Source: an optimization exercise on an open RTL-to-GDS flow (aim: small area, a short achievable clock period and few clock cycles). Production flows keep margins and buffers that such runs may drop. At most, simulation tests tie the RTL to the original design; equivalence was not proved.

==> v15 <==
==> flow/design.v <==
module regr_solve (
    input  wire                clk,
    input  wire                rst,
    input  wire                start,
    input  wire [16:0]         n_in,
    input  wire [39:0]         sx_in,
    input  wire signed [47:0]  sy_in,
    input  wire [63:0]         sxx_in,
    input  wire signed [71:0]  sxy_in,
    output wire                ready,
    output wire                done,
    output wire                degen,
    output wire signed [81:0]  delta,
    output wire signed [89:0]  bnum,
    output wire signed [105:0] b
);
    reg [16:0] r_n;
    reg [39:0] r_sx;
    reg [47:0] r_sy;
    reg [63:0] r_sxx;
    reg [71:0] r_sxy;
    reg [81:0] acc_d;
    reg [89:0] acc_b;
    reg [4:0]  m_j;
    reg        m_run, m_first, m_full;
    wire [39:0] m_or = r_sx | {23'd0, r_n};
    reg  [4:0]  m_top;
    integer t;
    always @* begin
        m_top = 5'd0;
        for (t = 0; t < 40; t = t + 1)
            if (m_or[t]) m_top = (t + 1) >> 1;
    end
    wire [4:0] m_idx = m_first ? m_top : m_j;
    wire [42:0] sx_ext = {2'b00, r_sx, 1'b0};
    wire [18:0] n_ext  = {1'b0, r_n, 1'b0};
    wire [2:0]  tri_s  = sx_ext[{m_idx, 1'b0} +: 3];
    wire [2:0]  tri_n  = (m_idx <= 5'd8) ? n_ext[{m_idx[3:0], 1'b0} +: 3] : 3'b000;
    wire n_one = tri_n[0] ^ tri_n[1];
    wire n_two = (tri_n == 3'b011) | (tri_n == 3'b100);
    wire n_neg = tri_n[2] & ~(tri_n[1] & tri_n[0]);
    wire s_one = tri_s[0] ^ tri_s[1];
    wire s_two = (tri_s == 3'b011) | (tri_s == 3'b100);
    wire s_neg = ~tri_s[2] & (tri_s[1] | tri_s[0]);
    wire [81:0] sxx_e = {18'd0, r_sxx};
    wire [81:0] sx_e  = {42'd0, r_sx};
    wire [89:0] sxy_e = {{18{r_sxy[71]}}, r_sxy};
    wire [89:0] sy_e  = {{42{r_sy[47]}}, r_sy};
    wire [81:0] pd_a = ((n_one ? sxx_e : 82'd0) | (n_two ? {sxx_e[80:0], 1'b0} : 82'd0)) ^ {82{n_neg}};
    wire [81:0] pd_b = ((s_one ? sx_e  : 82'd0) | (s_two ? {sx_e[80:0], 1'b0}  : 82'd0)) ^ {82{s_neg}};
    wire [89:0] pb_a = ((n_one ? sxy_e : 90'd0) | (n_two ? {sxy_e[88:0], 1'b0} : 90'd0)) ^ {90{n_neg}};
    wire [89:0] pb_b = ((s_one ? sy_e  : 90'd0) | (s_two ? {sy_e[88:0], 1'b0}  : 90'd0)) ^ {90{s_neg}};
    wire [81:0] d4   = {(m_first ? 80'd0 : acc_d[79:0]), 1'b0, s_neg};
    wire [89:0] b4   = {(m_first ? 88'd0 : acc_b[87:0]), 1'b0, s_neg};
    wire [81:0] d_s  = d4 ^ pd_a ^ pd_b;
    wire [81:0] d_c  = {(d4[80:0] & pd_a[80:0]) | (d4[80:0] & pd_b[80:0]) | (pd_a[80:0] & pd_b[80:0]), n_neg};
    wire [89:0] b_s  = b4 ^ pb_a ^ pb_b;
    wire [89:0] b_c  = {(b4[88:0] & pb_a[88:0]) | (b4[88:0] & pb_b[88:0]) | (pb_a[88:0] & pb_b[88:0]), n_neg};
    wire [81:0] d_nx = d_s + d_c;
    wire [89:0] b_nx = b_s + b_c;
    reg [81:0]  o_delta;
    reg [89:0]  o_bnum;
    reg [80:0]  rem;
    reg [105:0] dq;        
    reg [6:0]   d_cnt;     
    reg [6:0]   d_skip;    
    reg         d_run, d_sign, o_neg, o_degen, o_done, o_ready;
    wire d_free = ~d_run & ~d_sign;
    wire xfer   = m_full & d_free;
    wire acc_st = start & o_ready;
    wire m_last = m_run & (m_idx == 5'd0);
    wire d_skp  = (d_skip >= 7'd8) & (d_cnt >= 7'd8);
    wire d_last = d_run & ~d_skp & (d_cnt == 7'd2);
    wire m_run_n  = acc_st | (m_run & ~m_last);
    wire m_full_n = (m_full & ~xfer) | m_last;
    wire d_run_n  = (xfer & ~a_degen) | (d_run & ~d_last);
    wire d_sign_n = d_last & o_neg;
    wire rdy_n    = ~m_run_n & (~m_full_n | (~d_run_n & ~d_sign_n));
    wire        a_neg = acc_b[89];
    wire [89:0] a_inv = acc_b ^ {90{a_neg}};
    wire [89:0] a_mag = a_neg ? (~acc_b + 90'd1) : acc_b;
    reg  [6:0]  bl_b, bl_d;
    always @* begin
        bl_b = 7'd0;
        for (t = 0; t < 90; t = t + 1)
            if (a_inv[t]) bl_b = t + 1;
        bl_d = 7'd0;
        for (t = 0; t < 81; t = t + 1)
            if (acc_d[t]) bl_d = t + 1;
    end
    wire [7:0]  k_raw  = 8'd89 + {1'b0, bl_d} - {1'b0, bl_b} - {7'd0, a_neg};
    wire        a_degen = acc_d[81] | (acc_d == 82'd0);
    function [81:0] rstep;    
        input [80:0] r;
        input        bit_in;
        input [81:0] dv;
        reg   [81:0] rs;
        reg   [82:0] diff;
        begin
            rs    = {r, bit_in};
            diff  = {1'b0, rs} - {1'b0, dv};
            rstep = diff[82] ? {1'b0, rs[80:0]} : {1'b1, diff[80:0]};
        end
    endfunction
    wire [81:0] st1 = rstep(rem, dq[105], o_delta);
    wire [81:0] st2 = rstep(st1[80:0], dq[104], o_delta);
    always @(posedge clk) begin
        if (rst) begin
            m_run   <= 1'b0;
            m_full  <= 1'b0;
            d_run   <= 1'b0;
            d_sign  <= 1'b0;
            o_done  <= 1'b0;
            o_ready <= 1'b1;
        end else begin
            m_run   <= m_run_n;
            m_full  <= m_full_n;
            d_run   <= d_run_n;
            d_sign  <= d_sign_n;
            o_ready <= rdy_n;
            if (m_run) begin
                acc_d   <= d_nx;
                acc_b   <= b_nx;
                m_first <= 1'b0;
                m_j     <= m_idx - 5'd1;
            end
            if (acc_st) begin
                r_n     <= n_in;
                r_sx    <= sx_in;
                r_sy    <= sy_in;
                r_sxx   <= sxx_in;
                r_sxy   <= sxy_in;
                m_first <= 1'b1;
            end
            o_done <= 1'b0;
            if (xfer) begin
                o_delta <= acc_d;
                o_bnum  <= acc_b;
                o_neg   <= a_neg;
                o_degen <= a_degen;
                rem     <= 81'd0;
                if (k_raw >= 8'd80) begin
                    dq     <= {a_mag[9:0], 96'd0};
                    rem    <= {1'b0, a_mag[89:10]};
                    d_cnt  <= 7'd26;
                    d_skip <= k_raw[6:0] - 7'd80;
                end else if (k_raw >= 8'd64) begin
                    dq     <= {a_mag[25:0], 80'd0};
                    rem    <= {17'd0, a_mag[89:26]};
                    d_cnt  <= 7'd42;
                    d_skip <= k_raw[6:0] - 7'd64;
                end else begin
                    dq     <= {a_mag, 16'd0};
                    rem    <= 81'd0;
                    d_cnt  <= 7'd106;
                    d_skip <= k_raw[6:0];
                end
                if (a_degen) o_done <= 1'b1;
            end else if (d_run) begin
                if (d_skp) begin
                    rem    <= {rem[72:0], dq[105:98]};
                    dq     <= {dq[97:0], 8'd0};
                    d_skip <= d_skip - 7'd8;
                    d_cnt  <= d_cnt - 7'd8;
                end else begin
                    rem   <= st2[80:0];
                    dq    <= {dq[103:0], st1[81], st2[81]};
                    d_cnt <= d_cnt - 7'd2;
                    if (d_last & ~o_neg) o_done <= 1'b1;
                end
            end else if (d_sign) begin
                dq     <= ~dq + 106'd1;
                o_done <= 1'b1;
            end
        end
    end
    assign ready = o_ready;
    assign done  = o_done;
    assign degen = o_degen;
    assign delta = o_delta;
    assign bnum  = o_bnum;
    assign b     = dq;
endmodule
==> flow/run.sh <==
#!/bin/bash
# synth_recipe.tcl (not shown) runs the flow's synth.tcl, then flattens the netlist and writes it again
# the make line also repeats each setting of config.mk as NAME=value (left out here)
make -C /OpenROAD-flow-scripts/flow DESIGN_CONFIG=/design/flow/config.mk WORK_HOME=/design/flow/orfs CLKGATE_MAP_FILE= SYNTH_SCRIPT=/design/flow/synth_recipe.tcl finish
==> flow/config.mk <==
export PLATFORM = sky130hd
export DESIGN_NAME = regr_solve
export DESIGN_NICKNAME = regr_solve
export VERILOG_FILES = /design/flow/design.v
export SDC_FILE = /design/flow/constraint.sdc
export NUM_CORES = 4
export LEC_CHECK = 0
export CAP_MARGIN = 20
export CORE_MARGIN = 2
export CORE_UTILIZATION = 40
export SLEW_MARGIN = 20
==> flow/constraint.sdc <==
create_clock -name core_clock -period 20.0 [get_ports {clk}]
set_input_delay 4.0000 -clock core_clock [delete_from_list [all_inputs] [get_ports {clk}]]
set_output_delay 4.0000 -clock core_clock [all_outputs]
set_load 0.01 [all_outputs]
==> v27: changes against v15 <==
==> flow/design.v, changed modules only <==
module regr_solve (
    input  wire                clk,
    input  wire                rst,
    input  wire                start,
    input  wire [16:0]         n_in,
    input  wire [39:0]         sx_in,
    input  wire signed [47:0]  sy_in,
    input  wire [63:0]         sxx_in,
    input  wire signed [71:0]  sxy_in,
    output wire                ready,
    output wire                done,
    output wire                degen,
    output wire signed [81:0]  delta,
    output wire signed [89:0]  bnum,
    output wire signed [105:0] b
);
    integer t;
    reg [16:0] r_n;
    reg [39:0] r_sx;
    reg [47:0] r_sy;
    reg [63:0] r_sxx;
    reg [71:0] r_sxy;
    reg [81:0] acc_d;
    reg [89:0] acc_b;
    reg [4:0]  m_j;       
    reg        m_run, m_full;
    wire [39:0] in_or = sx_in | {23'd0, n_in};
    reg  [4:0]  in_top;
    always @* begin
        in_top = 5'd0;
        for (t = 0; t < 40; t = t + 1)
            if (in_or[t]) in_top = (t + 1) >> 1;
    end
    wire [42:0] sx_ext = {2'b00, r_sx, 1'b0};
    wire [18:0] n_ext  = {1'b0, r_n, 1'b0};
    wire [2:0]  tri_s  = sx_ext[{m_j, 1'b0} +: 3];
    wire [2:0]  tri_n  = (m_j <= 5'd8) ? n_ext[{m_j[3:0], 1'b0} +: 3] : 3'b000;
    wire n_one = tri_n[0] ^ tri_n[1];
    wire n_two = (tri_n == 3'b011) | (tri_n == 3'b100);
    wire n_neg = tri_n[2] & ~(tri_n[1] & tri_n[0]);
    wire s_one = tri_s[0] ^ tri_s[1];
    wire s_two = (tri_s == 3'b011) | (tri_s == 3'b100);
    wire s_neg = ~tri_s[2] & (tri_s[1] | tri_s[0]);
    wire [81:0] sxx_e = {18'd0, r_sxx};
    wire [81:0] sx_e  = {42'd0, r_sx};
    wire [89:0] sxy_e = {{18{r_sxy[71]}}, r_sxy};
    wire [89:0] sy_e  = {{42{r_sy[47]}}, r_sy};
    wire [81:0] pd_a = ((n_one ? sxx_e : 82'd0) | (n_two ? {sxx_e[80:0], 1'b0} : 82'd0)) ^ {82{n_neg}};
    wire [81:0] pd_b = ((s_one ? sx_e  : 82'd0) | (s_two ? {sx_e[80:0], 1'b0}  : 82'd0)) ^ {82{s_neg}};
    wire [89:0] pb_a = ((n_one ? sxy_e : 90'd0) | (n_two ? {sxy_e[88:0], 1'b0} : 90'd0)) ^ {90{n_neg}};
    wire [89:0] pb_b = ((s_one ? sy_e  : 90'd0) | (s_two ? {sy_e[88:0], 1'b0}  : 90'd0)) ^ {90{s_neg}};
    wire [81:0] d4   = {acc_d[79:0], 1'b0, s_neg};
    wire [89:0] b4   = {acc_b[87:0], 1'b0, s_neg};
    wire [81:0] d_s  = d4 ^ pd_a ^ pd_b;
    wire [81:0] d_c  = {(d4[80:0] & pd_a[80:0]) | (d4[80:0] & pd_b[80:0]) | (pd_a[80:0] & pd_b[80:0]), n_neg};
    wire [89:0] b_s  = b4 ^ pb_a ^ pb_b;
    wire [89:0] b_c  = {(b4[88:0] & pb_a[88:0]) | (b4[88:0] & pb_b[88:0]) | (pb_a[88:0] & pb_b[88:0]), n_neg};
    wire [81:0] d_nx = d_s + d_c;
    wire [89:0] b_nx = b_s + b_c;
    reg [81:0]  o_delta;
    reg [89:0]  o_bnum;
    reg [80:0]  rem;
    reg [105:0] dq;        
    reg [6:0]   d_cnt;     
    reg [6:0]   d_skip;    
    reg         d_run, d_sign, o_neg, o_degen, o_done, o_ready;
    wire        a_neg = acc_b[89];
    wire [89:0] a_inv = acc_b ^ {90{a_neg}};
    wire [89:0] a_mag = a_inv + {89'd0, a_neg};
    reg  [6:0]  bl_b, bl_d;
    always @* begin
        bl_b = 7'd0;
        for (t = 0; t < 90; t = t + 1)
            if (a_inv[t]) bl_b = t + 1;
        bl_d = 7'd0;
        for (t = 0; t < 81; t = t + 1)
            if (acc_d[t]) bl_d = t + 1;
    end
    wire [7:0]  k_raw   = 8'd89 + {1'b0, bl_d} - {1'b0, bl_b} - {7'd0, a_neg};
    wire        a_degen = acc_d[81] | (acc_d == 82'd0);
    wire [82:0] r4   = {rem, dq[105:104]};
    wire [83:0] df1  = {1'b0, r4} - {2'b00, o_delta};
    wire [83:0] df2  = {1'b0, r4} - {1'b0, o_delta, 1'b0};
    wire [83:0] t3x  = {2'b00, o_delta} ^ {1'b0, o_delta, 1'b0} ^ ~{1'b0, r4};
    wire [83:0] t3c  = {({2'b00, o_delta} & {1'b0, o_delta, 1'b0}) | ({2'b00, o_delta} & ~{1'b0, r4}) |
                        ({1'b0, o_delta, 1'b0} & ~{1'b0, r4})} << 1;
    wire [83:0] t3   = t3x + t3c;
    wire        c1   = ~df1[83];
    wire        c2   = ~df2[83];
    wire        c3   = t3[83];
    wire [80:0] r_nx = c3 ? ~t3[80:0] : c2 ? df2[80:0] : c1 ? df1[80:0] : r4[80:0];
    wire [1:0]  q_nx = {c2, c3 | (c1 & ~c2)};
    wire d_free = ~d_run & ~d_sign;
    wire xfer   = m_full & d_free;
    wire acc_st = start & o_ready;
    wire m_last = m_run & (m_j == 5'd0);
    wire d_skp  = (d_skip >= 7'd8) & (d_cnt >= 7'd8);
    wire d_last = d_run & ~d_skp & (d_cnt == 7'd2);
    wire m_run_n  = acc_st | (m_run & ~m_last);
    wire m_full_n = (m_full & ~xfer) | m_last;
    wire d_run_n  = (xfer & ~a_degen) | (d_run & ~d_last);
    wire d_sign_n = d_last & o_neg;
    wire rdy_n    = ~m_run_n & (~m_full_n | (~d_run_n & ~d_sign_n));
    always @(posedge clk) begin
        if (rst) begin
            m_run   <= 1'b0;
            m_full  <= 1'b0;
            d_run   <= 1'b0;
            d_sign  <= 1'b0;
            o_done  <= 1'b0;
            o_ready <= 1'b1;
        end else begin
            m_run   <= m_run_n;
            m_full  <= m_full_n;
            d_run   <= d_run_n;
            d_sign  <= d_sign_n;
            o_ready <= rdy_n;
            o_done  <= (xfer & a_degen) | (d_last & ~o_neg) | d_sign;
        end
    end
    always @(posedge clk) begin
        if (o_ready) begin
            r_n   <= n_in;
            r_sx  <= sx_in;
            r_sy  <= sy_in;
            r_sxx <= sxx_in;
            r_sxy <= sxy_in;
            m_j   <= in_top;
            acc_d <= 82'd0;
            acc_b <= 90'd0;
        end else if (m_run) begin
            acc_d <= d_nx;
            acc_b <= b_nx;
            m_j   <= m_j - 5'd1;
        end
        if (xfer) begin
            o_delta <= acc_d;
            o_bnum  <= acc_b;
            o_neg   <= a_neg;
            o_degen <= a_degen;
            if (k_raw >= 8'd80) begin
                rem    <= {1'b0, a_mag[89:10]};
                dq     <= {a_mag[9:0], 96'd0};
                d_cnt  <= 7'd26;
                d_skip <= k_raw[6:0] - 7'd80;
            end else if (k_raw >= 8'd64) begin
                rem    <= {17'd0, a_mag[89:26]};
                dq     <= {a_mag[25:0], 80'd0};
                d_cnt  <= 7'd42;
                d_skip <= k_raw[6:0] - 7'd64;
            end else begin
                rem    <= 81'd0;
                dq     <= {a_mag, 16'd0};
                d_cnt  <= 7'd106;
                d_skip <= k_raw[6:0];
            end
        end else if (d_run) begin
            if (d_skp) begin
                rem    <= {rem[72:0], dq[105:98]};
                dq     <= {dq[97:0], 8'd0};
                d_skip <= d_skip - 7'd8;
                d_cnt  <= d_cnt - 7'd8;
            end else begin
                rem   <= r_nx;
                dq    <= {dq[103:0], q_nx};
                d_cnt <= d_cnt - 7'd2;
            end
        end else if (d_sign) begin
            dq <= ~dq + 106'd1;
        end
    end
    assign ready = o_ready;
    assign done  = o_done;
    assign degen = o_degen;
    assign delta = o_delta;
    assign bnum  = o_bnum;
    assign b     = dq;
endmodule
==> summary.txt <==
Core Box Area=162000 µm²; Critical Path AT=12.70 ns; number of placed instances with taps included=9345; result of the run=complete, no violations; average instance area after synthesis=9.45 µm²; Min-Delay Startpoint=acc_d[2]; fraction of synthesized cell area taken by the top area cell type=36.4%; M1 WL=107 mm; post-place instance area=72700 µm²
-- figures above: v15

==> summary.txt <==
result of the run=complete, no violations; Min-Delay Startpoint=acc_d[53]; Core Box Area=181000 µm²; crit path launch type=register; crit share post-route=47.7%; M1 WL=126 mm; Worst Hold Path Cells=0; number of placed instances with taps included=10.8k; Critical Path AT=10.01 ns
-- figures above: v27

Testbench counts of v27, summed over its fixed seeds: cycles 22,737.
No functional check of the RTL was part of v15.

[what the ideal ports hide]
How much do the figures lean on ideal ports? The routed layouts below were timed once more, with nothing changed but the port constraints. Step 1 sets driving cells, clkbuf_16 on the clock port and buf_2 on the other inputs (assumed; they add their load-dependent delay and slew). Step 2 moves the port delays by t, midway between the first and last clock arrival at a register: inputs arrive t later, outputs are due t later. That takes back most of the time a late clock gives input paths. Slacks: ideal ports / drivers / drivers and shift; pairs: ideal ports / drivers.
| run | t (ns) | slack for setup (ns) | clock arrival spread, ns |
|---|---|---|---|
| v15 | 0.829 | 7.760 / 7.760 / 7.760 | 0.052 / 0.051 |
| v27 | 0.863 | 10.462 / 10.462 / 10.462 | 0.078 / 0.078 |
After both steps every run listed still meets setup and hold.
